Background: an optimization exercise with open tools, aiming at small area, a short achievable clock period and few clock cycles per item. Do not read the settings as production practice. RTL that was checked went through simulation tests only; none was proved equivalent to the original. No functional check of the RTL was part of run 1.

==> flow/design.v (outline; a module is shown in full before it is edited, if it fits) <==
// module loop_frame: 487 lines
// module lf_mac32: 1765 lines
// module lf_mac33: 1793 lines
// module lf_add33: 127 lines
module loop_frame (
    input  wire        clk,
    input  wire        rst,
    input  wire        cmd_valid,
    output wire        cmd_ready,
    input  wire [1:0]  cmd_op,
    input  wire [5:0]  cmd_addr,
    input  wire [31:0] cmd_data,
    input  wire [31:0] in_y,
    input  wire [31:0] in_r,
    input  wire [31:0] in_x1,
    input  wire [31:0] in_x2,
    input  wire [31:0] in_x3,
    output reg         out_valid,
    output reg  [31:0] out_value,
    output reg  [1:0]  out_lim,
    output reg  [11:0] out_flags
);
  // ...
==> flow/flow/run.sh <==
#!/bin/bash
# Layout flow: the standard ORFS flow (standard.sh), with repair_timing aimed
# at a setup slack margin so that the critical paths are sized for a short period.
# The clock period and all constraints stay the design's. Each make/tool output
# goes to its own log in this folder (ORFS also keeps its per-step logs under orfs/logs).
set -euo pipefail
MARGIN=24
bash standard.sh SYNTH_ARGS=-noabc SETUP_SLACK_MARGIN=$MARGIN MATCH_CELL_FOOTPRINT=0 synth > flow_synth.log 2>&1
bash standard.sh SETUP_SLACK_MARGIN=$MARGIN MATCH_CELL_FOOTPRINT=0 floorplan > flow_floorplan.log 2>&1
bash standard.sh SETUP_SLACK_MARGIN=$MARGIN MATCH_CELL_FOOTPRINT=0 place > flow_place.log 2>&1
bash standard.sh SETUP_SLACK_MARGIN=$MARGIN MATCH_CELL_FOOTPRINT=0 cts > flow_cts.log 2>&1
bash standard.sh SETUP_SLACK_MARGIN=$MARGIN MATCH_CELL_FOOTPRINT=0 MAX_REPAIR_ANTENNAS_ITER_DRT=10 route > flow_route.log 2>&1
bash standard.sh SETUP_SLACK_MARGIN=$MARGIN MATCH_CELL_FOOTPRINT=0 finish > flow_finish.log 2>&1
==> flow/standard.sh <==
#!/bin/bash
# synth_recipe.tcl (not shown) runs the flow's synth.tcl, then flattens the netlist and writes it again
# the make line also repeats each setting of config.mk as NAME=value (left out here)
make -C /OpenROAD-flow-scripts/flow DESIGN_CONFIG=/design/flow/config.mk WORK_HOME=/design/flow/orfs CLKGATE_MAP_FILE= SYNTH_SCRIPT=/design/flow/synth_recipe.tcl "${@:-finish}"
==> flow/config.mk <==
export PLATFORM = sky130hd
export DESIGN_NAME = loop_frame
export DESIGN_NICKNAME = loop_frame
export VERILOG_FILES = /design/flow/design.v
export SDC_FILE = /design/flow/constraint.sdc
export NUM_CORES = 8
export LEC_CHECK = 0
export ABC_AREA = 1
export CAP_MARGIN = 20
export CORE_MARGIN = 2
export CORE_UTILIZATION = 40
export PLACE_DENSITY = 0.7
export SLEW_MARGIN = 30
export TNS_END_PERCENT = 5
==> flow/constraint.sdc <==
create_clock -name core_clock -period 32.0 [get_ports {clk}]
set_input_delay 6.4000 -clock core_clock [delete_from_list [all_inputs] [get_ports {clk}]]
set_output_delay 6.4000 -clock core_clock [all_outputs]
set_load 0.01 [all_outputs]
==> out/summary.log, run 1 <==
qor: floorplanning.core_area 0.5739 mm2
qor: detailed_routing.detail_route.vias_per_cell 6.273
qor: layout.layout.cells.most_common sky130_fd_sc_hd__nand2_1
qor: outcome.outcome complete, no violations
qor: detailed_routing.route.top_layer_used met5
qor: worst_setup_path.timing.critical_path.depth 1
qor: worst_setup_path.timing.rr.end s1_3[21]
qor: synth.synthAdderAreaFrac 0.2598
qor: timing.worst_hold_slack_across_all_endpoints 237.6 ps
qor: worst_setup_path.critical_path.reg2reg.startpoint ring3[5]
qor: floorplanning.die_width 763.3 um
qor: timing.achievable-frequency 119.9 MHz
qor: flow_run.maxCapViolations 0
qor: layout.multi_input_cells 20,322
qor: layout.buffer_area_frac 0.04394
qor: layout.layout_common_cells sky130_fd_sc_hd__nand2_1 (5,176), sky130_fd_sc_hd__inv_1 (2,706), sky130_fd_sc_hd__xor2_1 (2,458)
qor: layout.multi_input_area_share 0.6028
qor: synth.synth_top_family_by_area adder cells
qor: global_routing.gr-total-overflow 0
qor: layout.layout.cells.non_filler 35,203
qor: floorplanning.placement_rows 278
qor: synth.post-synth-top-count-cell sky130_fd_sc_hd__nand2_1
qor: synth.synth-compound-area-share 0.1495
qor: synth.yosysWarnings 1
qor: synth.postSynthNetCount 31,173
qor: worst_setup_path.cp_max_fo 2
qor: worst_hold_path.hold_start ring2[169]
qor: synth.synthArstFlopShare 0
qor: cts.cts.path.max_buffers 4
qor: synth.synth.top_cell.area_share 0.1812
qor: placed_design.gp_congestion 1.104
qor: detailed_routing.drt_iter0_drc 34,772
qor: worst_setup_path.worst_setup_path_start_kind flop
qor: worst_hold_path.holdPathStages 0
qor: detailed_routing.detail-route-antenna-nets 0
==> module loop_frame, before the edit <==
module loop_frame (
    input  wire        clk,
    input  wire        rst,
    input  wire        cmd_valid,
    output wire        cmd_ready,
    input  wire [1:0]  cmd_op,
    input  wire [5:0]  cmd_addr,
    input  wire [31:0] cmd_data,
    input  wire [31:0] in_y,
    input  wire [31:0] in_r,
    input  wire [31:0] in_x1,
    input  wire [31:0] in_x2,
    input  wire [31:0] in_x3,
    output reg         out_valid,
    output reg  [31:0] out_value,
    output reg  [1:0]  out_lim,
    output reg  [11:0] out_flags
);
    localparam [31:0] SMAX = 32'h7fffffff;
    localparam [31:0] SMIN = 32'h80000000;
    localparam [31:0] ONE  = 32'h01000000;
    localparam F_SHAPE = 0, F_ERROR = 1, F_PID = 2, F_INTEG = 3, F_BQ0 = 4,
               F_BQ1 = 5, F_BQ2 = 6, F_BQ3 = 7, F_FF = 8, F_CLAMP = 9,
               F_RATE = 10, F_PSAT = 11;
    function [31:0] sat33;
        input [32:0] x;
        begin
            if (x[32] != x[31]) sat33 = x[32] ? SMIN : SMAX;
            else sat33 = x[31:0];
        end
    endfunction
    function ov33;
        input [32:0] x;
        begin
            ov33 = (x[32] != x[31]);
        end
    endfunction
    function [31:0] sat34;
        input [33:0] x;
        begin
            if (x[33] & ~(&x[32:31])) sat34 = SMIN;
            else if (~x[33] & (|x[32:31])) sat34 = SMAX;
            else sat34 = x[31:0];
        end
    endfunction
    function ov34;
        input [33:0] x;
        begin
            ov34 = (x[33] & ~(&x[32:31])) | (~x[33] & (|x[32:31]));
        end
    endfunction
    function [32:0] sx33;
        input [31:0] v;
        begin
            sx33 = {v[31], v};
        end
    endfunction
    function [33:0] sx34;
        input [31:0] v;
        begin
            sx34 = {{2{v[31]}}, v};
        end
    endfunction
    function [64:0] mrow;
        input        ai;
        input [64:0] acc;
        input [31:0] add;
        begin
            mrow = ai ? acc : {9'd0, ~add[31], add[30:0], 1'b0, 23'h7fffff};
        end
    endfunction
    reg  [6:0] sl;
    wire [6:0] sl_n = {sl[5:0], sl[6]};
    reg        init;
    reg        rdy;
    reg        cv_q, acc_q, rst_q;
    reg  [1:0] op_q;
    reg  [5:0] ad_q;
    assign cmd_ready = rdy;
    wire acc_cmd   = rdy;
    wire acc_frame = acc_cmd & (op_q != 2'd3);
    wire acc_wr    = acc_cmd & (op_q == 2'd3);
    reg       vA, vB, vC;
    reg [1:0] opA, opB, opC;
    wire nA = vA & (opA == 2'd0), pA = vA & (opA == 2'd1), wA = nA | pA;
    wire nB = vB & (opB == 2'd0), pB = vB & (opB == 2'd1), wB = nB | pB;
    wire wC = vC & ((opC == 2'd0) | (opC == 2'd1));
    wire vA_n = sl[1] ? acc_frame : vA;
    wire vB_n = sl[1] ? vA : vB;
    wire vC_n = sl[1] ? vB : (vC & ~sl[2]);
    wire pA_n = sl[1] ? (acc_frame & (op_q == 2'd1)) : pA;
    wire pB_n = sl[1] ? pA : pB;
    reg       rg_v;
    reg [1:0] rg_u;
    reg [6:0] rg_s;
    always @(*) begin
        rg_v = 1'b1; rg_u = 2'd0; rg_s = 7'd0;
        case (ad_q)
            6'd0:  begin rg_u = 2'd0; rg_s = 7'b0001000; end    
            6'd2:  begin rg_u = 2'd0; rg_s = 7'b1000000; end    
            6'd3:  begin rg_u = 2'd1; rg_s = 7'b1000000; end    
            6'd4:  begin rg_u = 2'd2; rg_s = 7'b1000000; end    
            6'd6:  begin rg_u = 2'd3; rg_s = 7'b0001000; end    
            6'd7:  begin rg_u = 2'd3; rg_s = 7'b0010000; end    
            6'd8:  begin rg_u = 2'd3; rg_s = 7'b0100000; end    
            6'd12: begin rg_u = 2'd2; rg_s = 7'b0000100; end    
            6'd16: begin rg_u = 2'd0; rg_s = 7'b0000010; end    
            6'd17: begin rg_u = 2'd0; rg_s = 7'b0000100; end    
            6'd18: begin rg_u = 2'd0; rg_s = 7'b0100000; end    
            6'd19: begin rg_u = 2'd0; rg_s = 7'b0010000; end    
            6'd20: begin rg_u = 2'd0; rg_s = 7'b0000001; end    
            6'd21: begin rg_u = 2'd1; rg_s = 7'b0000100; end    
            6'd22: begin rg_u = 2'd1; rg_s = 7'b0010000; end    
            6'd23: begin rg_u = 2'd1; rg_s = 7'b0000001; end    
            6'd24: begin rg_u = 2'd1; rg_s = 7'b0100000; end    
            6'd25: begin rg_u = 2'd1; rg_s = 7'b0000010; end    
            6'd26: begin rg_u = 2'd1; rg_s = 7'b0001000; end    
            6'd27: begin rg_u = 2'd2; rg_s = 7'b0001000; end    
            6'd28: begin rg_u = 2'd2; rg_s = 7'b0000001; end    
            6'd29: begin rg_u = 2'd2; rg_s = 7'b0100000; end    
            6'd30: begin rg_u = 2'd2; rg_s = 7'b0000010; end    
            6'd31: begin rg_u = 2'd2; rg_s = 7'b0010000; end    
            6'd32: begin rg_u = 2'd3; rg_s = 7'b1000000; end    
            6'd33: begin rg_u = 2'd3; rg_s = 7'b0000010; end    
            6'd34: begin rg_u = 2'd3; rg_s = 7'b0000001; end    
            6'd35: begin rg_u = 2'd3; rg_s = 7'b0000100; end    
            default: rg_v = 1'b0;
        endcase
    end
    wire wr_plain  = (ad_q == 6'd1) | (ad_q == 6'd5) | (ad_q == 6'd9) |
                     (ad_q == 6'd10) | (ad_q == 6'd11) | (ad_q == 6'd13);
    wire wr_lreset = (ad_q == 6'd62);
    wire lreset = acc_wr & wr_lreset;
    wire busy_n = vA_n | vB_n | vC_n;
    wire init_n = init & ~sl[6];
    wire wr_ok  = rg_v ? (~busy_n & (|(sl_n & rg_s))) :
                  wr_lreset ? (~busy_n & sl_n[2]) :
                  wr_plain ? ~busy_n : 1'b1;
    wire cmd_ok = (op_q != 2'd3) ? sl_n[1] : wr_ok;
    always @(posedge clk) begin
        if (rst) begin
            sl   <= 7'b0000001;
            init <= 1'b1;
            rdy  <= 1'b0;
            cv_q <= 1'b0;
            acc_q <= 1'b0;
            rst_q <= 1'b1;
            vA   <= 1'b0;
            vB   <= 1'b0;
            vC   <= 1'b0;
            opA  <= 2'd0;
            opB  <= 2'd0;
            opC  <= 2'd0;
        end else begin
            sl   <= sl_n;
            init <= init_n;
            rdy  <= cv_q & ~acc_q & ~rst_q & ~acc_cmd & ~init_n & cmd_ok;
            cv_q <= cmd_valid;
            acc_q <= acc_cmd;
            rst_q <= 1'b0;
            vC   <= vC_n;
            if (sl[1]) begin
                vB  <= vA;
                opC <= opB;
                opB <= opA;
                vA  <= acc_frame;
                opA <= op_q;
            end
        end
    end
    always @(posedge clk) begin
        op_q <= cmd_op;
        ad_q <= cmd_addr;
    end
    reg [223:0] ring0, ring1, ring2, ring3;
    wire [31:0] c0 = ring0[31:0], c1 = ring1[31:0], c2 = ring2[31:0], c3 = ring3[31:0];
    wire wr_r0 = acc_wr & rg_v & (rg_u == 2'd0);
    wire wr_r1 = acc_wr & rg_v & (rg_u == 2'd1);
    wire wr_r2 = acc_wr & rg_v & (rg_u == 2'd2);
    wire wr_r3 = acc_wr & rg_v & (rg_u == 2'd3);
    wire [31:0] def0 = (sl[1] | sl[3]) ? ONE : 32'd0;
    wire [31:0] def1 = (sl[2] | sl[3]) ? ONE : 32'd0;
    wire [31:0] def2 = sl[4] ? ONE : 32'd0;
    always @(posedge clk) begin
        ring0 <= {wr_r0 ? cmd_data : (init ? def0 : c0), ring0[223:32]};
        ring1 <= {wr_r1 ? cmd_data : (init ? def1 : c1), ring1[223:32]};
        ring2 <= {wr_r2 ? cmd_data : (init ? def2 : c2), ring2[223:32]};
        ring3 <= {wr_r3 ? cmd_data : (init ? 32'd0 : c3), ring3[223:32]};
    end
    reg [31:0] p_dr, p_bias, p_omin, p_omax, p_du;
    reg        p_rev;
    always @(posedge clk) begin
        if (rst_q) begin
            p_dr   <= SMAX;
            p_bias <= 32'd0;
            p_omin <= SMIN;
            p_omax <= SMAX;
            p_du   <= SMAX;
            p_rev  <= 1'b0;
        end else if (acc_wr) begin
            case (ad_q)
                6'd1:  p_dr   <= cmd_data;
                6'd5:  p_bias <= cmd_data;
                6'd9:  p_omin <= cmd_data;
                6'd10: p_omax <= cmd_data;
                6'd11: p_du   <= cmd_data;
                6'd13: p_rev  <= cmd_data[0];
                default: ;
            endcase
        end
    end
    reg [31:0] r_q, y_q, x1_q, x2_q, x3_q, t_q;
    reg [31:0] step_q, p_q, gi_q, d_q, f_q, u_q;
    reg [31:0] b0_q, b1_q, b2_q, b3_q;
    reg [64:0] acc0, acc1, acc2, acc3;
    reg [11:0] flA, flB;
    reg [31:0] st_rs, st_eprev, st_i;
    reg [31:0] s1_0, s1_1, s1_2, s1_3, s2_0, s2_1, s2_2, s2_3;
    reg [7:0]  zf;
    wire [7:0] zw;       
    wire       zclr;
    wire [7:0] zf_n = zclr ? 8'hff : (zf & ~zw);
    reg        st_fz;
    reg       i0, t0, a0s1, a0s2, a0u;
    reg       i1, t1, a1s11, a1s12, a1s2, a1u;
    reg       i2, t2, a2s2, a2s1, a2u;
    reg       i3, t3, a3b, a3s2;
    always @(posedge clk) begin
        i0   <= sl_n[0] | sl_n[4];
        t0   <= sl_n[2] | sl_n[5];
        a0s1 <= sl_n[1] & ~pA_n & ~zf_n[0];
        a0u  <= sl_n[1] & pA_n;
        a0s2 <= sl_n[2] & ~zf_n[4];
        i1   <= sl_n[1] | sl_n[5];
        t1   <= sl_n[0] | sl_n[4];
        a1s11 <= sl_n[2] & ~pB_n & ~zf_n[1];
        a1s12 <= sl_n[3] & ~pB_n & ~zf_n[2];
        a1u  <= (sl_n[2] | sl_n[3]) & pB_n;
        a1s2 <= sl_n[4] & ~zf_n[5];
        i2   <= sl_n[1] | sl_n[5];
        t2   <= sl_n[0] | sl_n[3];
        a2s2 <= sl_n[3] & ~zf_n[6];
        a2s1 <= sl_n[4] & ~pB_n & ~zf_n[3];
        a2u  <= sl_n[4] & pB_n;
        i3   <= sl_n[0] | sl_n[2] | sl_n[4] | sl_n[5];
        t3   <= sl_n[1] | sl_n[3] | sl_n[4] | sl_n[6];
        a3b  <= sl_n[3];
        a3s2 <= sl_n[6] & ~zf_n[7];
    end
    wire      g0n = sl_n[0] | sl_n[4] | (sl_n[1] & pA_n);
    wire      g1n = sl_n[1] | sl_n[5] | ((sl_n[2] | sl_n[3]) & pB_n);
    wire      g2n = sl_n[1] | sl_n[5] | (sl_n[4] & pB_n);
    wire      g3n = sl_n[0] | sl_n[2];
    reg         g0, g1, g2, g3;
    always @(posedge clk) begin
        g0 <= g0n;
        g1 <= g1n;
        g2 <= g2n;
        g3 <= g3n;
    end
    wire [31:0] ad0 = ({32{a0s1}} & s1_0) | ({32{a0s2}} & s2_0) | ({32{a0u}} & u_q);
    wire [31:0] ad1 = ({32{a1s11}} & s1_1) | ({32{a1s12}} & s1_2) | ({32{a1s2}} & s2_1) | ({32{a1u}} & u_q);
    wire [31:0] ad2 = ({32{a2s2}} & s2_2) | ({32{a2s1}} & s1_3) | ({32{a2u}} & u_q);
    wire [31:0] ad3 = ({32{a3b}} & p_bias) | ({32{a3s2}} & s2_3);
    reg  [31:0] xq0, xq1, xq3;
    reg  [32:0] xq2;
    wire [64:0] z0, z1, z2, z3;
    wire [31:0] r0, r1, r2, r3;
    wire        s0, s1, s2, s3;
    lf_mac32 u0 (.x(xq0), .y(c0), .neg(g0), .row(mrow(i0, acc0, ad0)), .st(t0), .z(z0), .r(r0), .s(s0));
    lf_mac32 u1 (.x(xq1), .y(c1), .neg(g1), .row(mrow(i1, acc1, ad1)), .st(t1), .z(z1), .r(r1), .s(s1));
    lf_mac33 u2 (.x(xq2), .y(c2), .neg(g2), .row(mrow(i2, acc2, ad2)), .st(t2), .z(z2), .r(r2), .s(s2));
    lf_mac32 u3 (.x(xq3), .y(c3), .neg(g3), .row(mrow(i3, acc3, ad3)), .st(t3), .z(z3), .r(r3), .s(s3));
    wire [32:0] dr_full;
    lf_add33 a_dr (.a(sx33(r_q)), .b(~sx33(st_rs)), .ci(1'b1), .s(dr_full));
    wire [32:0] st_pl    = sx33(step_q) + sx33(p_dr);
    wire [32:0] st_mi    = sx33(p_dr) - sx33(step_q);
    wire        sel_dr   = p_dr[31] | st_mi[32];
    wire        sel_nd   = ~p_dr[31] & st_pl[32];
    wire [31:0] step_c   = sel_dr ? p_dr : (sel_nd ? ~p_dr : step_q);
    wire [32:0] rs_full;
    lf_add33 a_rs (.a(sx33(st_rs)), .b(sx33(step_c)), .ci(sel_nd), .s(rs_full));
    wire [31:0] e_pa     = p_rev ? y_q : st_rs;
    wire [31:0] e_pb     = p_rev ? st_rs : y_q;
    wire [32:0] e_full   = sx33(e_pa) - sx33(e_pb);
    wire [31:0] e_new    = sat33(e_full);
    wire [32:0] ed_new   = sx33(e_new) - sx33(st_eprev);
    wire [31:0] dr_new   = sat33(dr_full);
    wire        gi_pos   = ~gi_q[31] & (|gi_q[30:0]);
    wire        i_cond   = ~((out_lim == 2'b01) & gi_pos) & ~((out_lim == 2'b11) & gi_q[31]);
    wire [32:0] i_full   = sx33(st_i) + sx33(gi_q);
    wire [31:0] i_new    = i_cond ? sat33(i_full) : st_i;
    wire [32:0] pd       = sx33(p_q) + sx33(d_q);
    wire [33:0] u_full   = {pd[32], pd} + sx34(i_new);
    wire [32:0] pu_full  = sx33(t_q) - sx33(f_q);
    wire [31:0] pu       = sat33(pu_full);
    wire [33:0] pi_full  = sx34(pu) - {pd[32], pd};
    wire [31:0] u_new    = pA ? pu : sat34(u_full);
    reg  [32:0] h1_q, l1_q;
    reg  [31:0] bmin_q, prev_q;
    wire [32:0] lo_q, hi_q;
    lf_add33 a_lo (.a(sx33(prev_q)), .b(~sx33(p_du)), .ci(1'b1), .s(lo_q));
    lf_add33 a_hi (.a(sx33(prev_q)), .b(sx33(p_du)), .ci(1'b0), .s(hi_q));
    always @(posedge clk) begin
        if (sl[1]) prev_q <= pA ? t_q : out_value;
        bmin_q <= ($signed(p_omin) < $signed(p_omax)) ? p_omin : p_omax;
        h1_q <= ($signed(sx33(p_omax)) < $signed(hi_q)) ? sx33(p_omax) : hi_q;
        l1_q <= ($signed(lo_q) > $signed(sx33(bmin_q))) ?
                    (($signed(lo_q) < $signed(hi_q)) ? lo_q : hi_q) :
                    (($signed(sx33(bmin_q)) < $signed(hi_q)) ? sx33(bmin_q) : hi_q);
    end
    wire [32:0] v_full   = sx33(pB ? u_q : b3_q) + sx33(f_q);
    wire [31:0] v_sat    = sat33(v_full);
    wire [32:0] hh       = ($signed(h1_q) > $signed(l1_q)) ? h1_q : l1_q;
    wire        v_gt_hh  = $signed(sx33(v_sat)) > $signed(hh);
    wire        v_lt_l1  = $signed(sx33(v_sat)) < $signed(l1_q);
    wire [1:0]  lim_new  = v_gt_hh ? 2'b01 : (v_lt_l1 ? 2'b11 : 2'b00);
    wire [32:0] w_rt     = v_lt_l1 ? l1_q : (v_gt_hh ? hh : sx33(v_sat));
    wire        v_gt_mx  = $signed(v_sat) > $signed(p_omax);
    wire        v_lt_bm  = $signed(v_sat) < $signed(bmin_q);
    wire [31:0] o_val    = v_gt_mx ? p_omax : (v_lt_bm ? bmin_q : v_sat);
    reg  [31:0] o_q;
    reg  [32:0] wrt_q;
    reg         ovo_q;
    always @(posedge clk) begin
        if (sl[5]) begin
            o_q   <= o_val;
            wrt_q <= w_rt;
            ovo_q <= v_gt_mx | v_lt_bm;
        end
    end
    wire        w_gt_mx  = $signed(wrt_q) > $signed(sx33(p_omax));
    wire        w_lt_bm  = $signed(wrt_q) < $signed(sx33(bmin_q));
    wire [31:0] w_fin    = w_gt_mx ? p_omax : (w_lt_bm ? bmin_q : wrt_q[31:0]);
    wire        f_clamp  = ovo_q | w_gt_mx | w_lt_bm;
    wire        f_rate   = (wrt_q != sx33(o_q));
    always @(posedge clk) begin
        if (sl[1]) begin
            r_q  <= in_r;
            y_q  <= in_y;
            x1_q <= in_x1;
            x2_q <= in_x2;
            x3_q <= in_x3;
            t_q  <= cmd_data;
        end
        step_q <= r0;
        p_q    <= r0;
        gi_q   <= r1;
        d_q    <= st_fz ? 32'd0 : r2;
        if (sl[5]) f_q <= r3;
        if (sl[0]) u_q <= u_new;
        if (sl[1]) b0_q <= r0;
        if (sl[2]) b1_q <= r1;
        if (sl[3]) b2_q <= r1;
        if (sl[4]) b3_q <= r2;
        case (1'b1)
            sl[6]: begin
                xq0 <= pB ? u_q : b0_q;  xq1 <= pB ? u_q : b0_q;
                xq2 <= sx33(pB ? u_q : b1_q); xq3 <= b3_q;
            end
            sl[0]: begin
                xq0 <= u_new;  xq1 <= pB ? u_q : b1_q;
                xq2 <= sx33(pB ? u_q : b2_q); xq3 <= pB ? u_q : b2_q;
            end
            sl[1]: begin
                xq0 <= u_q;    xq1 <= pA ? u_q : r0;
                xq2 <= sx33(b2_q); xq3 <= pB ? xq3 : b3_q;
            end
            sl[2]: begin
                xq0 <= dr_new; xq1 <= pB ? u_q : r1;
                xq2 <= sx33(r1); xq3 <= x1_q;
            end
            sl[3]: begin
                xq0 <= b0_q;   xq1 <= b0_q;
                xq2 <= sx33(pB ? u_q : r1); xq3 <= x2_q;
            end
            sl[4]: begin
                xq0 <= u_q;    xq1 <= b1_q;
                xq2 <= sx33(b2_q); xq3 <= x3_q;
            end
            default: begin
                xq0 <= e_new;  xq1 <= e_new;
                xq2 <= ed_new; xq3 <= b2_q;
            end
        endcase
        if (t0) acc0 <= z0;
        acc1 <= z1;
        if (t2) acc2 <= z2;
        acc3 <= z3;
    end
    always @(posedge clk) begin
        if (rst_q) begin
            st_rs <= 32'd0; st_eprev <= 32'd0; st_i <= 32'd0; st_fz <= 1'b0;
            out_value <= 32'd0; out_lim <= 2'd0;
        end else if (lreset) begin
            st_rs <= cmd_data; st_eprev <= 32'd0; st_i <= 32'd0;
            out_value <= c2; out_lim <= 2'd0;
        end else begin
            if (sl[4] & vA) st_rs <= sat33(rs_full);
            if (sl[6] & vA) st_fz <= (opA == 2'd2);
            if (sl[6] & wA) st_eprev <= xq0;
            if (sl[0] & nA) st_i <= i_new;
            if (sl[0] & pA) st_i <= sat34(pi_full);
            if (sl[5] & wB) out_lim <= lim_new;
            if (sl[6] & wB) out_value <= w_fin;
        end
    end
    assign zw[0] = (sl[1] & pA) | (sl[4] & nB);
    assign zw[1] = (sl[2] & pB) | (sl[5] & nB);
    assign zw[2] = (sl[3] & pB) | (sl[5] & nB);
    assign zw[3] = (sl[4] & pB) | (sl[0] & nB);
    assign zw[4] = sl[0] & wB;
    assign zw[5] = sl[1] & wB;
    assign zw[6] = sl[1] & wB;
    assign zw[7] = sl[2] & wC;
    assign zclr  = rst_q | lreset;
    always @(posedge clk) begin
        zf <= zf_n;
        if (sl[1] & pA) s1_0 <= r0;
        if (sl[4] & nB) s1_0 <= r0;
        if (zw[4]) s2_0 <= r0;
        if (sl[2] & pB) s1_1 <= r1;
        if (sl[5] & nB) s1_1 <= r1;
        if (zw[5]) s2_1 <= r1;
        if (sl[3] & pB) s1_2 <= r1;
        if (sl[5] & nB) s1_2 <= r2;
        if (zw[6]) s2_2 <= r2;
        if (sl[4] & pB) s1_3 <= r2;
        if (sl[0] & nB) s1_3 <= r3;
        if (zw[7]) s2_3 <= r3;
    end
    always @(posedge clk) begin
        if (rst) begin
            out_valid <= 1'b0;
            out_flags <= 12'd0;
            flA <= 12'd0;
            flB <= 12'd0;
        end else begin
            out_valid <= sl[2] & vC;
            if (sl[1]) begin
                out_flags <= flB
                           | ((wB & s1) ? (12'd1 << F_BQ1) : 12'd0)
                           | ((wB & s2) ? (12'd1 << F_BQ2) : 12'd0);
                flB <= flA | ((wA & s0) ? (12'd1 << F_BQ0) : 12'd0);
                flA <= 12'd0;
            end else begin
                if (sl[2] & wC & s3) out_flags[F_BQ3] <= 1'b1;
                case (1'b1)
                    sl[2]: begin
                        if (vA & ov33(dr_full)) flA[F_SHAPE] <= 1'b1;
                        if (wB & s1) flB[F_BQ1] <= 1'b1;
                    end
                    sl[3]: begin
                        if (vA & s0) flA[F_SHAPE] <= 1'b1;
                        if (wB & s1) flB[F_BQ2] <= 1'b1;
                    end
                    sl[4]: begin
                        if (vA & ov33(rs_full)) flA[F_SHAPE] <= 1'b1;
                        if (wB & s2) flB[F_BQ3] <= 1'b1;
                        if (nB & s0) flB[F_BQ0] <= 1'b1;
                    end
                    sl[5]: begin
                        if (wA & ov33(e_full)) flA[F_ERROR] <= 1'b1;
                        if (wA & s3) flA[F_FF] <= 1'b1;
                        if (nB & s1) flB[F_BQ1] <= 1'b1;
                        if (nB & s2) flB[F_BQ2] <= 1'b1;
                        if (wB & ov33(v_full)) flB[F_FF] <= 1'b1;
                    end
                    sl[6]: begin
                        if (wA & (s0 | (s2 & ~st_fz))) flA[F_PID] <= 1'b1;
                        if (nA & s1) flA[F_INTEG] <= 1'b1;
                        if (wB & f_clamp) flB[F_CLAMP] <= 1'b1;
                        if (wB & f_rate) flB[F_RATE] <= 1'b1;
                    end
                    sl[0]: begin
                        if (nA & i_cond & ov33(i_full)) flA[F_INTEG] <= 1'b1;
                        if (nA & ov34(u_full)) flA[F_PID] <= 1'b1;
                        if (pA & (ov33(pu_full) | ov34(pi_full))) flA[F_PSAT] <= 1'b1;
                        if (wB & s0) flB[F_BQ0] <= 1'b1;
                        if (nB & s3) flB[F_BQ3] <= 1'b1;
                    end
                    default: ;
                endcase
            end
        end
    end
endmodule
==> run 2, diff against run 1 <==
--- a/flow/design.v
+++ b/flow/design.v
@@ -56,16 +56,30 @@
         end
     endfunction
     function [33:0] sx34;
         input [31:0] v;
         begin
             sx34 = {{2{v[31]}}, v};
         end
     endfunction
+    function [47:0] benc;
+        input [31:0] y;
+        input        ng;
+        reg   [32:0] yb;
+        integer k;
+        begin
+            yb = {y, 1'b0};
+            for (k = 0; k < 16; k = k + 1) begin
+                benc[k]      = yb[2*k] ^ yb[2*k+1];
+                benc[16 + k] = (yb[2*k+2] & ~yb[2*k+1] & ~yb[2*k]) | (~yb[2*k+2] & yb[2*k+1] & yb[2*k]);
+                benc[32 + k] = yb[2*k+2] ^ ng;
+            end
+        end
+    endfunction
     function [64:0] mrow;
         input        ai;
         input [64:0] acc;
         input [31:0] add;
         begin
             mrow = ai ? acc : {9'd0, ~add[31], add[30:0], 1'b0, 23'h7fffff};
         end
     endfunction
@@ -246,36 +260,36 @@
         t3   <= sl_n[1] | sl_n[3] | sl_n[4] | sl_n[6];
         a3b  <= sl_n[3];
         a3s2 <= sl_n[6] & ~zf_n[7];
     end
     wire      g0n = sl_n[0] | sl_n[4] | (sl_n[1] & pA_n);
     wire      g1n = sl_n[1] | sl_n[5] | ((sl_n[2] | sl_n[3]) & pB_n);
     wire      g2n = sl_n[1] | sl_n[5] | (sl_n[4] & pB_n);
     wire      g3n = sl_n[0] | sl_n[2];
-    reg         g0, g1, g2, g3;
+    reg  [47:0] bq0, bq1, bq2, bq3;
     always @(posedge clk) begin
-        g0 <= g0n;
-        g1 <= g1n;
-        g2 <= g2n;
-        g3 <= g3n;
+        bq0 <= benc(ring0[63:32], g0n);
+        bq1 <= benc(ring1[63:32], g1n);
+        bq2 <= benc(ring2[63:32], g2n);
+        bq3 <= benc(ring3[63:32], g3n);
     end
     wire [31:0] ad0 = ({32{a0s1}} & s1_0) | ({32{a0s2}} & s2_0) | ({32{a0u}} & u_q);
     wire [31:0] ad1 = ({32{a1s11}} & s1_1) | ({32{a1s12}} & s1_2) | ({32{a1s2}} & s2_1) | ({32{a1u}} & u_q);
     wire [31:0] ad2 = ({32{a2s2}} & s2_2) | ({32{a2s1}} & s1_3) | ({32{a2u}} & u_q);
     wire [31:0] ad3 = ({32{a3b}} & p_bias) | ({32{a3s2}} & s2_3);
     reg  [31:0] xq0, xq1, xq3;
     reg  [32:0] xq2;
     wire [64:0] z0, z1, z2, z3;
     wire [31:0] r0, r1, r2, r3;
     wire        s0, s1, s2, s3;
-    lf_mac32 u0 (.x(xq0), .y(c0), .neg(g0), .row(mrow(i0, acc0, ad0)), .st(t0), .z(z0), .r(r0), .s(s0));
-    lf_mac32 u1 (.x(xq1), .y(c1), .neg(g1), .row(mrow(i1, acc1, ad1)), .st(t1), .z(z1), .r(r1), .s(s1));
-    lf_mac33 u2 (.x(xq2), .y(c2), .neg(g2), .row(mrow(i2, acc2, ad2)), .st(t2), .z(z2), .r(r2), .s(s2));
-    lf_mac32 u3 (.x(xq3), .y(c3), .neg(g3), .row(mrow(i3, acc3, ad3)), .st(t3), .z(z3), .r(r3), .s(s3));
+    lf_mac32 u0 (.x(xq0), .bo(bq0[15:0]), .bt(bq0[31:16]), .bn(bq0[47:32]), .row(mrow(i0, acc0, ad0)), .st(t0), .z(z0), .r(r0), .s(s0));
+    lf_mac32 u1 (.x(xq1), .bo(bq1[15:0]), .bt(bq1[31:16]), .bn(bq1[47:32]), .row(mrow(i1, acc1, ad1)), .st(t1), .z(z1), .r(r1), .s(s1));
+    lf_mac33 u2 (.x(xq2), .bo(bq2[15:0]), .bt(bq2[31:16]), .bn(bq2[47:32]), .row(mrow(i2, acc2, ad2)), .st(t2), .z(z2), .r(r2), .s(s2));
+    lf_mac32 u3 (.x(xq3), .bo(bq3[15:0]), .bt(bq3[31:16]), .bn(bq3[47:32]), .row(mrow(i3, acc3, ad3)), .st(t3), .z(z3), .r(r3), .s(s3));
     wire [32:0] dr_full;
     lf_add33 a_dr (.a(sx33(r_q)), .b(~sx33(st_rs)), .ci(1'b1), .s(dr_full));
     wire [32:0] st_pl    = sx33(step_q) + sx33(p_dr);
     wire [32:0] st_mi    = sx33(p_dr) - sx33(step_q);
     wire        sel_dr   = p_dr[31] | st_mi[32];
     wire        sel_nd   = ~p_dr[31] & st_pl[32];
     wire [31:0] step_c   = sel_dr ? p_dr : (sel_nd ? ~p_dr : step_q);
     wire [32:0] rs_full;
@@ -482,90 +496,90 @@
                     default: ;
                 endcase
             end
         end
     end
 endmodule
 module lf_mac32 (
     input  wire [31:0] x,
-    input  wire [31:0] y,
-    input  wire        neg,
+    input  wire [15:0] bo,
+    input  wire [15:0] bt,
+    input  wire [15:0] bn,
     input  wire [64:0] row,
     input  wire        st,
     output wire [64:0] z,
     output wire [31:0] r,
     output wire        s
 );
-    wire [32:0] yb = {y, 1'b0};
     wire [33:0] xs = {{2{x[31]}}, x};
     wire [33:0] x2 = {x[31], x, 1'b0};
-    wire d0_one = yb[0] ^ yb[1];
-    wire d0_two = (yb[2] & ~yb[1] & ~yb[0]) | (~yb[2] & yb[1] & yb[0]);
-    wire d0_neg = yb[2] ^ neg;
+    wire d0_one = bo[0];
+    wire d0_two = bt[0];
+    wire d0_neg = bn[0];
     wire [33:0] d0_p = (({34{d0_one}} & xs) | ({34{d0_two}} & x2)) ^ {34{d0_neg}};
-    wire d1_one = yb[2] ^ yb[3];
-    wire d1_two = (yb[4] & ~yb[3] & ~yb[2]) | (~yb[4] & yb[3] & yb[2]);
-    wire d1_neg = yb[4] ^ neg;
+    wire d1_one = bo[1];
+    wire d1_two = bt[1];
+    wire d1_neg = bn[1];
     wire [33:0] d1_p = (({34{d1_one}} & xs) | ({34{d1_two}} & x2)) ^ {34{d1_neg}};
-    wire d2_one = yb[4] ^ yb[5];
-    wire d2_two = (yb[6] & ~yb[5] & ~yb[4]) | (~yb[6] & yb[5] & yb[4]);
-    wire d2_neg = yb[6] ^ neg;
+    wire d2_one = bo[2];
+    wire d2_two = bt[2];
+    wire d2_neg = bn[2];
     wire [33:0] d2_p = (({34{d2_one}} & xs) | ({34{d2_two}} & x2)) ^ {34{d2_neg}};
-    wire d3_one = yb[6] ^ yb[7];
-    wire d3_two = (yb[8] & ~yb[7] & ~yb[6]) | (~yb[8] & yb[7] & yb[6]);
-    wire d3_neg = yb[8] ^ neg;
+    wire d3_one = bo[3];
+    wire d3_two = bt[3];
+    wire d3_neg = bn[3];
     wire [33:0] d3_p = (({34{d3_one}} & xs) | ({34{d3_two}} & x2)) ^ {34{d3_neg}};
-    wire d4_one = yb[8] ^ yb[9];
-    wire d4_two = (yb[10] & ~yb[9] & ~yb[8]) | (~yb[10] & yb[9] & yb[8]);
-    wire d4_neg = yb[10] ^ neg;
+    wire d4_one = bo[4];
+    wire d4_two = bt[4];
+    wire d4_neg = bn[4];
     wire [33:0] d4_p = (({34{d4_one}} & xs) | ({34{d4_two}} & x2)) ^ {34{d4_neg}};
-    wire d5_one = yb[10] ^ yb[11];
-    wire d5_two = (yb[12] & ~yb[11] & ~yb[10]) | (~yb[12] & yb[11] & yb[10]);
-    wire d5_neg = yb[12] ^ neg;
+    wire d5_one = bo[5];
+    wire d5_two = bt[5];
+    wire d5_neg = bn[5];
     wire [33:0] d5_p = (({34{d5_one}} & xs) | ({34{d5_two}} & x2)) ^ {34{d5_neg}};
-    wire d6_one = yb[12] ^ yb[13];
-    wire d6_two = (yb[14] & ~yb[13] & ~yb[12]) | (~yb[14] & yb[13] & yb[12]);
-    wire d6_neg = yb[14] ^ neg;
+    wire d6_one = bo[6];
+    wire d6_two = bt[6];
+    wire d6_neg = bn[6];
     wire [33:0] d6_p = (({34{d6_one}} & xs) | ({34{d6_two}} & x2)) ^ {34{d6_neg}};
-    wire d7_one = yb[14] ^ yb[15];
-    wire d7_two = (yb[16] & ~yb[15] & ~yb[14]) | (~yb[16] & yb[15] & yb[14]);
-    wire d7_neg = yb[16] ^ neg;
+    wire d7_one = bo[7];
+    wire d7_two = bt[7];
+    wire d7_neg = bn[7];
     wire [33:0] d7_p = (({34{d7_one}} & xs) | ({34{d7_two}} & x2)) ^ {34{d7_neg}};
-    wire d8_one = yb[16] ^ yb[17];
-    wire d8_two = (yb[18] & ~yb[17] & ~yb[16]) | (~yb[18] & yb[17] & yb[16]);
-    wire d8_neg = yb[18] ^ neg;
+    wire d8_one = bo[8];
+    wire d8_two = bt[8];
+    wire d8_neg = bn[8];
     wire [33:0] d8_p = (({34{d8_one}} & xs) | ({34{d8_two}} & x2)) ^ {34{d8_neg}};
-    wire d9_one = yb[18] ^ yb[19];
-    wire d9_two = (yb[20] & ~yb[19] & ~yb[18]) | (~yb[20] & yb[19] & yb[18]);
-    wire d9_neg = yb[20] ^ neg;
+    wire d9_one = bo[9];
+    wire d9_two = bt[9];
+    wire d9_neg = bn[9];
     wire [33:0] d9_p = (({34{d9_one}} & xs) | ({34{d9_two}} & x2)) ^ {34{d9_neg}};
-    wire d10_one = yb[20] ^ yb[21];
-    wire d10_two = (yb[22] & ~yb[21] & ~yb[20]) | (~yb[22] & yb[21] & yb[20]);
-    wire d10_neg = yb[22] ^ neg;
+    wire d10_one = bo[10];
+    wire d10_two = bt[10];
+    wire d10_neg = bn[10];
     wire [33:0] d10_p = (({34{d10_one}} & xs) | ({34{d10_two}} & x2)) ^ {34{d10_neg}};
-    wire d11_one = yb[22] ^ yb[23];
-    wire d11_two = (yb[24] & ~yb[23] & ~yb[22]) | (~yb[24] & yb[23] & yb[22]);
-    wire d11_neg = yb[24] ^ neg;
+    wire d11_one = bo[11];
+    wire d11_two = bt[11];
+    wire d11_neg = bn[11];
     wire [33:0] d11_p = (({34{d11_one}} & xs) | ({34{d11_two}} & x2)) ^ {34{d11_neg}};
-    wire d12_one = yb[24] ^ yb[25];
-    wire d12_two = (yb[26] & ~yb[25] & ~yb[24]) | (~yb[26] & yb[25] & yb[24]);
-    wire d12_neg = yb[26] ^ neg;
+    wire d12_one = bo[12];
+    wire d12_two = bt[12];
+    wire d12_neg = bn[12];
     wire [33:0] d12_p = (({34{d12_one}} & xs) | ({34{d12_two}} & x2)) ^ {34{d12_neg}};
-    wire d13_one = yb[26] ^ yb[27];
-    wire d13_two = (yb[28] & ~yb[27] & ~yb[26]) | (~yb[28] & yb[27] & yb[26]);
-    wire d13_neg = yb[28] ^ neg;
+    wire d13_one = bo[13];
+    wire d13_two = bt[13];
+    wire d13_neg = bn[13];
     wire [33:0] d13_p = (({34{d13_one}} & xs) | ({34{d13_two}} & x2)) ^ {34{d13_neg}};
-    wire d14_one = yb[28] ^ yb[29];
-    wire d14_two = (yb[30] & ~yb[29] & ~yb[28]) | (~yb[30] & yb[29] & yb[28]);
-    wire d14_neg = yb[30] ^ neg;
+    wire d14_one = bo[14];
+    wire d14_two = bt[14];
+    wire d14_neg = bn[14];
     wire [33:0] d14_p = (({34{d14_one}} & xs) | ({34{d14_two}} & x2)) ^ {34{d14_neg}};
-    wire d15_one = yb[30] ^ yb[31];
-    wire d15_two = (yb[32] & ~yb[31] & ~yb[30]) | (~yb[32] & yb[31] & yb[30]);
-    wire d15_neg = yb[32] ^ neg;
+    wire d15_one = bo[15];
+    wire d15_two = bt[15];
+    wire d15_neg = bn[15];
     wire [33:0] d15_p = (({34{d15_one}} & xs) | ({34{d15_two}} & x2)) ^ {34{d15_neg}};
     wire s1 = d0_p[22] ^ d1_p[20];
     wire s2 = d0_p[22] & d1_p[20];
     wire s3 = d0_p[23] ^ d1_p[21];
     wire s4 = d0_p[23] & d1_p[21];
     wire s5 = d0_p[24] ^ d1_p[22] ^ d2_p[20];
     wire s6 = (d0_p[24] & d1_p[22]) | (d0_p[24] & d2_p[20]) | (d1_p[22] & d2_p[20]);
     wire s7 = d3_p[18] ^ d4_p[16];
@@ -2247,90 +2261,90 @@
     wire ovb_n = hb[40] & ~(&hb[39:31]);
     wire [31:0] ra = ova_p ? 32'h7fffffff : (ova_n ? 32'h80000000 : ha[31:0]);
     wire [31:0] rb = ovb_p ? 32'h7fffffff : (ovb_n ? 32'h80000000 : hb[31:0]);
     assign r = cin ? rb : ra;
     assign s = cin ? (ovb_p | ovb_n) : (ova_p | ova_n);
 endmodule
 module lf_mac33 (
     input  wire [32:0] x,
-    input  wire [31:0] y,
-    input  wire        neg,
+    input  wire [15:0] bo,
+    input  wire [15:0] bt,
+    input  wire [15:0] bn,
     input  wire [64:0] row,
     input  wire        st,
     output wire [64:0] z,
     output wire [31:0] r,
     output wire        s
 );
-    wire [32:0] yb = {y, 1'b0};
     wire [34:0] xs = {{2{x[32]}}, x};
     wire [34:0] x2 = {x[32], x, 1'b0};
-    wire d0_one = yb[0] ^ yb[1];
-    wire d0_two = (yb[2] & ~yb[1] & ~yb[0]) | (~yb[2] & yb[1] & yb[0]);
-    wire d0_neg = yb[2] ^ neg;
+    wire d0_one = bo[0];
+    wire d0_two = bt[0];
+    wire d0_neg = bn[0];
     wire [34:0] d0_p = (({35{d0_one}} & xs) | ({35{d0_two}} & x2)) ^ {35{d0_neg}};
-    wire d1_one = yb[2] ^ yb[3];
-    wire d1_two = (yb[4] & ~yb[3] & ~yb[2]) | (~yb[4] & yb[3] & yb[2]);
-    wire d1_neg = yb[4] ^ neg;
+    wire d1_one = bo[1];
+    wire d1_two = bt[1];
+    wire d1_neg = bn[1];
     wire [34:0] d1_p = (({35{d1_one}} & xs) | ({35{d1_two}} & x2)) ^ {35{d1_neg}};
-    wire d2_one = yb[4] ^ yb[5];
-    wire d2_two = (yb[6] & ~yb[5] & ~yb[4]) | (~yb[6] & yb[5] & yb[4]);
-    wire d2_neg = yb[6] ^ neg;
+    wire d2_one = bo[2];
+    wire d2_two = bt[2];
+    wire d2_neg = bn[2];
     wire [34:0] d2_p = (({35{d2_one}} & xs) | ({35{d2_two}} & x2)) ^ {35{d2_neg}};
-    wire d3_one = yb[6] ^ yb[7];
-    wire d3_two = (yb[8] & ~yb[7] & ~yb[6]) | (~yb[8] & yb[7] & yb[6]);
-    wire d3_neg = yb[8] ^ neg;
+    wire d3_one = bo[3];
+    wire d3_two = bt[3];
+    wire d3_neg = bn[3];
     wire [34:0] d3_p = (({35{d3_one}} & xs) | ({35{d3_two}} & x2)) ^ {35{d3_neg}};
-    wire d4_one = yb[8] ^ yb[9];
-    wire d4_two = (yb[10] & ~yb[9] & ~yb[8]) | (~yb[10] & yb[9] & yb[8]);
-    wire d4_neg = yb[10] ^ neg;
+    wire d4_one = bo[4];
+    wire d4_two = bt[4];
+    wire d4_neg = bn[4];
     wire [34:0] d4_p = (({35{d4_one}} & xs) | ({35{d4_two}} & x2)) ^ {35{d4_neg}};
-    wire d5_one = yb[10] ^ yb[11];
-    wire d5_two = (yb[12] & ~yb[11] & ~yb[10]) | (~yb[12] & yb[11] & yb[10]);
-    wire d5_neg = yb[12] ^ neg;
+    wire d5_one = bo[5];
+    wire d5_two = bt[5];
+    wire d5_neg = bn[5];
     wire [34:0] d5_p = (({35{d5_one}} & xs) | ({35{d5_two}} & x2)) ^ {35{d5_neg}};
-    wire d6_one = yb[12] ^ yb[13];
-    wire d6_two = (yb[14] & ~yb[13] & ~yb[12]) | (~yb[14] & yb[13] & yb[12]);
-    wire d6_neg = yb[14] ^ neg;
+    wire d6_one = bo[6];
+    wire d6_two = bt[6];
+    wire d6_neg = bn[6];
     wire [34:0] d6_p = (({35{d6_one}} & xs) | ({35{d6_two}} & x2)) ^ {35{d6_neg}};
-    wire d7_one = yb[14] ^ yb[15];
-    wire d7_two = (yb[16] & ~yb[15] & ~yb[14]) | (~yb[16] & yb[15] & yb[14]);
-    wire d7_neg = yb[16] ^ neg;
+    wire d7_one = bo[7];
+    wire d7_two = bt[7];
+    wire d7_neg = bn[7];
     wire [34:0] d7_p = (({35{d7_one}} & xs) | ({35{d7_two}} & x2)) ^ {35{d7_neg}};
-    wire d8_one = yb[16] ^ yb[17];
-    wire d8_two = (yb[18] & ~yb[17] & ~yb[16]) | (~yb[18] & yb[17] & yb[16]);
-    wire d8_neg = yb[18] ^ neg;
+    wire d8_one = bo[8];
+    wire d8_two = bt[8];
+    wire d8_neg = bn[8];
     wire [34:0] d8_p = (({35{d8_one}} & xs) | ({35{d8_two}} & x2)) ^ {35{d8_neg}};
-    wire d9_one = yb[18] ^ yb[19];
-    wire d9_two = (yb[20] & ~yb[19] & ~yb[18]) | (~yb[20] & yb[19] & yb[18]);
-    wire d9_neg = yb[20] ^ neg;
+    wire d9_one = bo[9];
+    wire d9_two = bt[9];
+    wire d9_neg = bn[9];
     wire [34:0] d9_p = (({35{d9_one}} & xs) | ({35{d9_two}} & x2)) ^ {35{d9_neg}};
-    wire d10_one = yb[20] ^ yb[21];
-    wire d10_two = (yb[22] & ~yb[21] & ~yb[20]) | (~yb[22] & yb[21] & yb[20]);
-    wire d10_neg = yb[22] ^ neg;
+    wire d10_one = bo[10];
+    wire d10_two = bt[10];
+    wire d10_neg = bn[10];
     wire [34:0] d10_p = (({35{d10_one}} & xs) | ({35{d10_two}} & x2)) ^ {35{d10_neg}};
-    wire d11_one = yb[22] ^ yb[23];
-    wire d11_two = (yb[24] & ~yb[23] & ~yb[22]) | (~yb[24] & yb[23] & yb[22]);
-    wire d11_neg = yb[24] ^ neg;
+    wire d11_one = bo[11];
+    wire d11_two = bt[11];
+    wire d11_neg = bn[11];
     wire [34:0] d11_p = (({35{d11_one}} & xs) | ({35{d11_two}} & x2)) ^ {35{d11_neg}};
-    wire d12_one = yb[24] ^ yb[25];
-    wire d12_two = (yb[26] & ~yb[25] & ~yb[24]) | (~yb[26] & yb[25] & yb[24]);
-    wire d12_neg = yb[26] ^ neg;
+    wire d12_one = bo[12];
+    wire d12_two = bt[12];
+    wire d12_neg = bn[12];
     wire [34:0] d12_p = (({35{d12_one}} & xs) | ({35{d12_two}} & x2)) ^ {35{d12_neg}};
-    wire d13_one = yb[26] ^ yb[27];
-    wire d13_two = (yb[28] & ~yb[27] & ~yb[26]) | (~yb[28] & yb[27] & yb[26]);
-    wire d13_neg = yb[28] ^ neg;
+    wire d13_one = bo[13];
+    wire d13_two = bt[13];
+    wire d13_neg = bn[13];
     wire [34:0] d13_p = (({35{d13_one}} & xs) | ({35{d13_two}} & x2)) ^ {35{d13_neg}};
-    wire d14_one = yb[28] ^ yb[29];
-    wire d14_two = (yb[30] & ~yb[29] & ~yb[28]) | (~yb[30] & yb[29] & yb[28]);
-    wire d14_neg = yb[30] ^ neg;
+    wire d14_one = bo[14];
+    wire d14_two = bt[14];
+    wire d14_neg = bn[14];
     wire [34:0] d14_p = (({35{d14_one}} & xs) | ({35{d14_two}} & x2)) ^ {35{d14_neg}};
-    wire d15_one = yb[30] ^ yb[31];
-    wire d15_two = (yb[32] & ~yb[31] & ~yb[30]) | (~yb[32] & yb[31] & yb[30]);
-    wire d15_neg = yb[32] ^ neg;
+    wire d15_one = bo[15];
+    wire d15_two = bt[15];
+    wire d15_neg = bn[15];
     wire [34:0] d15_p = (({35{d15_one}} & xs) | ({35{d15_two}} & x2)) ^ {35{d15_neg}};
     wire s1 = d0_p[22] ^ d1_p[20];
     wire s2 = d0_p[22] & d1_p[20];
     wire s3 = d0_p[23] ^ d1_p[21];
     wire s4 = d0_p[23] & d1_p[21];
     wire s5 = d0_p[24] ^ d1_p[22] ^ d2_p[20];
     wire s6 = (d0_p[24] & d1_p[22]) | (d0_p[24] & d2_p[20]) | (d1_p[22] & d2_p[20]);
     wire s7 = d3_p[18] ^ d4_p[16];
==> out/summary.log, run 2 <==
qor: outcome.outcome complete, no violations [unchanged]
qor: floorplanning.core_area 0.5816 mm2 [was 0.5739 mm2]
qor: synth.synthMuxAreaShare 0.002168 [was 0.002843]
qor: layout.layout.cells.non_filler 35,054 [was 35,203]
qor: timing.min_period_over_period 0.2561 [was 0.2605]
qor: worst_setup_path.critical-path-top-delay-family flip-flops [was buffers and inverters]
qor: placed_design.post-place-cells 34,256 [was 34,098]
qor: global_routing.grt_usage 0.3573 [was 0.3575]
qor: floorplanning.die_h 768.3 um [was 763.3 um]
qor: floorplanning.fp.dieArea 0.5903 mm2 [was 0.5827 mm2]
qor: detailed_routing.vias 215,134 [was 220,821]
qor: global_routing.grt_start_max_net_pins 106 [was 130]
qor: worst_setup_path.cp_data_required_time 25,600 ps [about the same]
qor: detailed_routing.detail_route.vias_per_cell 6.137 [was 6.273]
qor: layout.nNetsFinal 30,668 [was 31,004]
qor: flow_run.maxCapViolations 0 [unchanged]
qor: floorplanning.die_width 768.3 um [was 763.3 um]
qor: worst_setup_path.crit_slowest_cell sky130_fd_sc_hd__dfxtp_4 [was sky130_fd_sc_hd__clkdlybuf4s50_1]
qor: worst_setup_path.cp_max_fo 2 [unchanged]
qor: timing.final-hold-violation-count 0 [unchanged]
qor: timing.timing.setup.tns 0 ps [unchanged]
qor: cts.cts.path.max_buffers 4 [unchanged]
qor: synth.post_synth_inst_count 27,344 [was 27,434]
qor: worst_setup_path.critical_path.n_buffers_inverters 1 [unchanged]
qor: synth.synth_top_family_by_area adder cells [unchanged]
qor: timing.clock-skew-final 135.1 ps [was 149.3 ps]
qor: synth.synth.area.top_cells sky130_fd_sc_hd__fa_1 (18%), sky130_fd_sc_hd__dfxtp_1 (16%), sky130_fd_sc_hd__edfxtp_1 (12%) [was sky130_fd_sc_hd__fa_1 (18%), sky130_fd_sc_hd__dfxtp_1 (15%), sky130_fd_sc_hd__edfxtp_1 (12%)]
qor: detailed_routing.drt-pass1-iter-count 10 [was 30]
qor: placed_design.place.detailed.hpwl 828,800 um [was 784,800 um]
qor: synth.ys_seq_area_frac 0.2777 [was 0.2654]
qor: worst_hold_path.holdPathStages 0 [unchanged]
qor: floorplanning.placement_rows 280 [was 278]
qor: worst_setup_path.crit_type flop to primary output [unchanged]
qor: placed_design.gp_congestion 1.097 [was 1.104]
qor: worst_setup_path.worstPathCellList dlymetal6s2s_1 [was clkdlybuf4s50_1]
qor: timing.timing_max_transition_violations_final 0 [unchanged]
qor: layout.finish.utilization 0.4480 [was 0.4580]
qor: layout.layout-drive-gt1-share 0.08360 [was 0.09991]
qor: worst_setup_path.endpoint_kind primary output [unchanged]
qor: timing.max_slew.worst_pin.slew 1274 ps [was 1235 ps]
qor: placed_design.post_dp_cell_area 0.2444 mm2 [was 0.2418 mm2]
qor: global_routing.number_of_antenna_violations_at_the_first_check_in_global_routing 141 [was 137]
qor: layout.layout.cells.most_common sky130_fd_sc_hd__nand2_1 [unchanged]
qor: cts.tritoncts built [unchanged]
qor: synth.synth.top_cell.area_share 0.1788 [was 0.1812]
qor: timing.rsz0062_at_grt true [unchanged]
qor: worst_setup_path.rr_worst_depth 26 [was 25]
qor: worst_setup_path.worst_setup_path_start_kind flop [unchanged]
qor: synth.synthAdderAreaFrac 0.2564 [was 0.2598]
qor: cts.cts_num_sinks 2,792 [was 2,608]
qor: cts.cts_htree_levels 5 [unchanged]
qor: worst_hold_path.path_type_of_the_worst_min_delay_path flop to flop [unchanged]
qor: detailed_routing.drc 0 [unchanged]
qor: timing.achievable-frequency 122.0 MHz [was 119.9 MHz]
qor: synth.synthDominantAreaCellType sky130_fd_sc_hd__fa_1 [unchanged]
qor: synth.synthXorXnorAreaFrac 0.1048 [was 0.1058]
qor: detailed_routing.detail-route-antenna-nets 0 [unchanged]
qor: layout.layout_common_cells sky130_fd_sc_hd__nand2_1 (4,983), sky130_fd_sc_hd__inv_1 (2,768), sky130_fd_sc_hd__xor2_1 (2,544) [was sky130_fd_sc_hd__nand2_1 (5,176), sky130_fd_sc_hd__inv_1 (2,706), sky130_fd_sc_hd__xor2_1 (2,458)]
qor: global_routing.gr-total-overflow 0 [unchanged]
qor: detailed_routing.drt-total-wl 1,103,000 um [was 1,111,000 um]
qor: worst_setup_path.timing.critical_path.arrival 1800 ps [was 1940 ps]
qor: synth.postSynthNetCount 31,083 [was 31,173]
qor: cts.path_clk_slew 60 ps [about the same]
qor: timing.setup_viols_final 0 [unchanged]
qor: synth.synth_simple_gate_area_frac 0.1341 [was 0.1415]
qor: synth.synth.cells.most_frequent sky130_fd_sc_hd__nand2_1 (5,056), sky130_fd_sc_hd__inv_1 (2,851), sky130_fd_sc_hd__xor2_1 (2,564) [was sky130_fd_sc_hd__nand2_1 (5,348), sky130_fd_sc_hd__inv_1 (2,835), sky130_fd_sc_hd__xor2_1 (2,560)]
qor: synth.synth.lib_cells_used.distinct 79 [was 82]
qor: synth.yosysWarnings 1 [unchanged]
qor: synth.postSynthAreaPerCell 8.546 um2 [was 8.407 um2]
qor: global_routing.grt_pass1_wl 1,524,000 um [was 1,516,000 um]
qor: cts.clk_root_buffer_cell sky130_fd_sc_hd__clkbuf_16 [unchanged]
qor: detailed_routing.drt_iter0_drc 32,287 [was 34,772]
qor: layout.finalInstanceArea 0.2606 mm2 [was 0.2629 mm2]
qor: timing.relSlewSlack 0.1475 [was 0.1764]
qor: synth.synth_seq_cells 2,792 [was 2,608]
qor: worst_setup_path.timing.critical_path.depth 1 [unchanged]
qor: floorplanning.initial_util 0.4018 [about the same]
qor: global_routing.grt_pass1_vias 203,178 [was 208,038]
qor: layout.layout-area-overhead-vs-synth 11.50% [was 13.98%]
qor: synth.synthArstFlopShare 0 [unchanged]
qor: synth.post-synth-top-count-cell sky130_fd_sc_hd__nand2_1 [unchanged]
qor: worst_setup_path.critical_path.max_stage_delay 470 ps [was 570 ps]
qor: placed_design.port-buffer-count 250 [unchanged]
qor: synth.synth_enable_flop_cells 900 [unchanged]
qor: synth.synthesis.area 0.2337 mm2 [was 0.2306 mm2]
qor: cts.source_to_sink_clock_delay_at_the_later_pin_of_the_worst_skew_pair 1070 ps [about the same]
qor: synth.primary_ff_master_synth sky130_fd_sc_hd__dfxtp_1 [unchanged]
qor: timing.finalWorstPathRequiredPeriod 8196 ps [was 8337 ps]
qor: floorplanning.io-pin-count 251 [unchanged]
qor: detailed_routing.routedWlPerCell 31.46 um [was 31.57 um]
qor: synth.synth-compound-area-share 0.1504 [was 0.1495]
qor: cts.cts_made_buffers 318 [was 298]
## run 2: changes by cell type after synthesis, sizes merged, moves of 58 or more
cell,delta
buf,-66
dfxtp,+184
nand2,-295
nand3,-160
nand4,+58
clkbuf,+102
## run 2: final timing paths
check | start | endpoint | slack (ps)
worst max register to register | u_q[31] | xq1[19] | 23910
worst min register to register | ring0[146] | ring0[114] | 220
worst max-delay path | out_flags[0] | out_flags[0] | 23800
worst min-delay path | ring0[146] | ring0[114] | 220
## run 2: area by class of cell
class / count / area, um2
Antenna cell: 99 / 247.7
Inverter: 2894 / 10990
Fill cell: 56554 / 321000
Clock buffer: 409 / 8944
Timing Repair inverter: 3 / 16.27
Timing Repair Buffer: 937 / 9190
Sequential cell: 2792 / 65160
Multi-Input combinational cell: 19983 / 154000
Clock inverter: 182 / 2263
Tap cell: 7755 / 9703
## run 2: kinds of logic (layout without fill, tap and decap cells)
logic type,after synthesis,count (layout)
fa+ha+maj,3536,3536
mux,45,45
other cells,0,99
flops,2792,2792
xor+xnor,2791,2791
compound gates,6007,6010
simple gates,7598,7601
buf+inv,4575,4425
## run 2: what timing repair did
item                       4_1_cts  5_1_grt
setup endpoints to repair      706      769
hold buffers                     0        0
buffers inserted                30       56
pin swaps                        8       66
resized for setup              337      651
gates cloned                     4       18
## run 2: layer usage
metal  part of all wire  track usage  wire length [um]
met5            0.00056            0               621
met1               0.36       0.4465            401000
met3               0.13       0.1160            148000
met2               0.41       0.5168            451200
met4              0.093       0.2595            102100
## run 2: stage by stage
stage | hold WS [ps] | setup WS (ps)
3_5_place_dp | 312.1 | 22890
6_report | 220.7 | 23800
3_3_place_gp | 309.7 | 22930
4_1_cts | 210.8 | 23790
2_1_floorplan | 309.6 | 24930
5_1_grt | 228.5 | 23830
Testbench counts of run 2, summed over its fixed seeds: cycles 11,312, frames 1,600.
==> run 3, diff against run 2 <==
--- a/flow/config.mk
+++ b/flow/config.mk
@@ -10,4 +10,5 @@
 export CORE_MARGIN = 2
 export CORE_UTILIZATION = 40
+export CTS_BUF_LIST = sky130_fd_sc_hd__clkbuf_8
 export PLACE_DENSITY = 0.7
 export SLEW_MARGIN = 30
==> out/summary.log, run 3 <==
qor: timing.timing_max_transition_violations_final 0 [unchanged]
qor: synth.synthArstFlopShare 0 [unchanged]
qor: timing.rsz0062_at_grt true [unchanged]
qor: timing.clock-skew-final 188.7 ps [was 135.1 ps]
qor: layout.layout-area-overhead-vs-synth 11.19% [was 11.50%]
qor: cts.cts_made_buffers 474 [was 318]
qor: layout.filler_cell_count 56,795 [was 56,554]
qor: synth.primary_ff_master_synth sky130_fd_sc_hd__dfxtp_1 [unchanged]
qor: floorplanning.fp.dieArea 0.5903 mm2 [unchanged]
qor: synth.post-synth-top-count-cell sky130_fd_sc_hd__nand2_1 [unchanged]
qor: detailed_routing.vias 215,944 [was 215,134]
qor: synth.ys_seq_area_frac 0.2777 [unchanged]
qor: floorplanning.core_area 0.5816 mm2 [unchanged]
qor: cts.cts_num_sinks 2,792 [unchanged]
qor: synth.synth.cells.most_frequent sky130_fd_sc_hd__nand2_1 (5,056), sky130_fd_sc_hd__inv_1 (2,851), sky130_fd_sc_hd__xor2_1 (2,564) [unchanged]
qor: detailed_routing.drc 0 [unchanged]
qor: synth.synth.area.top_cells sky130_fd_sc_hd__fa_1 (18%), sky130_fd_sc_hd__dfxtp_1 (16%), sky130_fd_sc_hd__edfxtp_1 (12%) [unchanged]
qor: synth.yosysWarnings 1 [unchanged]
qor: global_routing.number_of_antenna_violations_at_the_first_check_in_global_routing 133 [was 141]
qor: layout.layout-drive-gt1-share 0.08910 [was 0.08360]
qor: timing.timing.setup.tns 0 ps [unchanged]
qor: detailed_routing.detail_route.vias_per_cell 6.112 [was 6.137]
qor: timing.max_slew.worst_pin.slew 1321 ps [was 1274 ps]
qor: worst_setup_path.crit_slowest_cell sky130_fd_sc_hd__edfxtp_1 [was sky130_fd_sc_hd__dfxtp_4]
qor: timing.worst_hold_slack_across_all_endpoints 272.6 ps [was 220.7 ps]
qor: worst_setup_path.cp_data_required_time 33,170 ps [was 25,600 ps]
qor: global_routing.gr-total-overflow 0 [unchanged]
qor: floorplanning.io-pin-count 251 [unchanged]
qor: worst_setup_path.critical-path-top-delay-family simple AND/OR/NAND/NOR gates [was flip-flops]
qor: layout.nNetsFinal 30,806 [was 30,668]
qor: detailed_routing.drt-total-wl 1,101,000 um [was 1,103,000 um]
qor: cts.cts_htree_levels 5 [unchanged]
qor: worst_setup_path.reg2reg_setup_slack 23,650 ps [was 23,910 ps]
qor: placed_design.place.detailed.hpwl 828,800 um [unchanged]
qor: timing.min_period_over_period 0.2610 [was 0.2561]
qor: cts.source_to_sink_clock_delay_at_the_later_pin_of_the_worst_skew_pair 1340 ps [was 1070 ps]
qor: synth.post_synth_inst_count 27,344 [unchanged]
qor: floorplanning.die_h 768.3 um [unchanged]
qor: global_routing.grt_start_max_net_pins 106 [unchanged]
qor: detailed_routing.drt-pass1-iter-count 9 [was 10]
qor: placed_design.gp_congestion 1.097 [unchanged]
qor: floorplanning.initial_util 0.4018 [unchanged]
qor: detailed_routing.drt_iter0_drc 32,388 [was 32,287]
qor: synth.synth_seq_cells 2,792 [unchanged]
qor: placed_design.port-buffer-count 250 [unchanged]
qor: synth.synthesis.area 0.2337 mm2 [unchanged]
qor: timing.finalWorstPathRequiredPeriod 8353 ps [was 8196 ps]
qor: timing.achievable-frequency 119.7 MHz [was 122.0 MHz]
qor: cts.cts.path.max_buffers 4 [unchanged]
qor: worst_setup_path.worst_setup_path_start_kind flop [unchanged]
qor: synth.synthDominantAreaCellType sky130_fd_sc_hd__fa_1 [unchanged]
qor: cts.tritoncts built [unchanged]
qor: worst_setup_path.cp_max_fo 16 [was 2]
qor: synth.postSynthNetCount 31,083 [unchanged]
qor: floorplanning.die_width 768.3 um [unchanged]
qor: worst_setup_path.critical_path.n_buffers_inverters 1 [unchanged]
qor: worst_setup_path.critical_path.max_stage_delay 1070 ps [was 470 ps]
qor: cts.clk_root_buffer_cell sky130_fd_sc_hd__clkbuf_8 [was sky130_fd_sc_hd__clkbuf_16]
qor: timing.relSlewSlack 0.1191 [was 0.1475]
qor: global_routing.grt_usage 0.3573 [about the same]
qor: timing.final-hold-violation-count 0 [unchanged]
qor: flow_run.maxCapViolations 0 [unchanged]
qor: global_routing.grt_pass1_wl 1,525,000 um [was 1,524,000 um]
qor: synth.synth.top_cell.area_share 0.1788 [unchanged]
qor: outcome.outcome complete, no violations [unchanged]
qor: timing.setup_viols_final 0 [unchanged]
qor: synth.synth_enable_flop_cells 900 [unchanged]
qor: global_routing.grt_pass1_vias 204,408 [was 203,178]
-- run 3: final timing paths --
check,startpoint,endpoint,cells after the start
setup / recovery,u_q[6],xq1[22],26
hold / removal,ring0[218],ring0[186],0
setup reg to reg,u_q[6],xq1[22],26
hold reg to reg,ring0[218],ring0[186],0
-- run 3: area by class of cell --
| cell class | instances | area, um2 | area share |
|---|---|---|---|
| Timing Repair Buffer | 922 | 8927 | 0.03436 |
| Inverter | 2894 | 10970 | 0.04223 |
| Clock inverter | 323 | 2995 | 0.01153 |
| Multi-Input combinational cell | 19981 | 153900 | 0.5925 |
| Antenna cell | 92 | 230.2 | 0.0008861 |
| Clock buffer | 572 | 7873 | 0.03030 |
| Tap cell | 7755 | 9703 | 0.03734 |
| Sequential cell | 2792 | 65180 | 0.2509 |
| Timing Repair inverter | 2 | 10.01 | 0.00003852 |
-- run 3: through the flow --
| step | utilization | area (um2) | instances |
|---|---|---|---|
| floorplan | - | 233700 | 27344 |
| global placement | 0.4199 | 244200 | 34252 |
| detailed placement | 0.4202 | 244400 | 34256 |
| CTS | 0.4408 | 256400 | 35187 |
| global route | 0.4465 | 259600 | 35262 |
| finish | 0.4468 | 259800 | 35333 |
-- run 3: per-layer routing --
metal | vias up | routed length, um | part of all wire | track usage
met5 | - | 416 | 0.00038 | 0.002192
met4 | 52 | 103400 | 0.094 | 0.2635
met3 | 3879 | 146500 | 0.13 | 0.1164
met2 | 16674 | 448500 | 0.41 | 0.5150
met1 | 104674 | 402300 | 0.37 | 0.4461
li1 | 90665 | - | - | -
-- run 3: repair_timing --
action | 4_1_cts | 5_1_grt
cloned | 3 | 10
hold buffers | 0 | 0
gates resized for setup | 339 | 677
pin swaps | 7 | 60
endpoints found under the setup margin | 714 | 814
buffers inserted | 33 | 43
-- run 3: cells by family (layout without fill, tap and decap cells) --
group	after synthesis	after routing	share of synthesized area
adders and majority gates	3536	3536	0.2564
other	0	92	0
and+or+nand+nor	7598	7599	0.1341
muxes	45	45	0.002168
buffers and inverters	4575	4713	0.07450
xor gates and xnor gates	2791	2791	0.1048
AOI/OAI and AO/OA	6007	6010	0.1504
DFF	2792	2792	0.2777

==> afterwards: timing with drivers on the ports <==
The flow's constraints put no driver on any port. The routed layouts listed below were extracted and timed again, unchanged, in two steps.
Step 1 (the two cells are an assumption about what drives the block):
set clk [get_ports {clk}]
set_driving_cell -lib_cell sky130_fd_sc_hd__clkbuf_16 $clk
set_driving_cell -lib_cell sky130_fd_sc_hd__buf_2 [delete_from_list [all_inputs] $clk]
Step 2 also shifts input and output timing later by t, the mid clock arrival at the registers, as if the neighbouring blocks saw the same clock.
Three values: ideal, step 1, step 2; two values: the first two.
run | t, ns | setup WS [ns] | hold WS [ns] | worst setup path at the end | clock arrival spread, ns
run 1 | 1.123 | 23.663 / 23.534 / 22.924 | 0.238 / 0.238 / 0.238 | input to register | 0.149 / 0.149
run 2 | 1.131 | 23.804 / 23.674 / 22.808 | 0.221 / 0.221 / 0.221 | input to register | 0.137 / 0.136
run 3 | 1.385 | 23.647 / 23.583 / 22.798 | 0.273 / 0.273 / 0.273 | input to register | 0.201 / 0.201
After both steps every run listed still meets setup and hold. For run 2, which loses most, drivers alone change the setup slack by -0.130 ns; drivers and shift together by -0.996 ns.
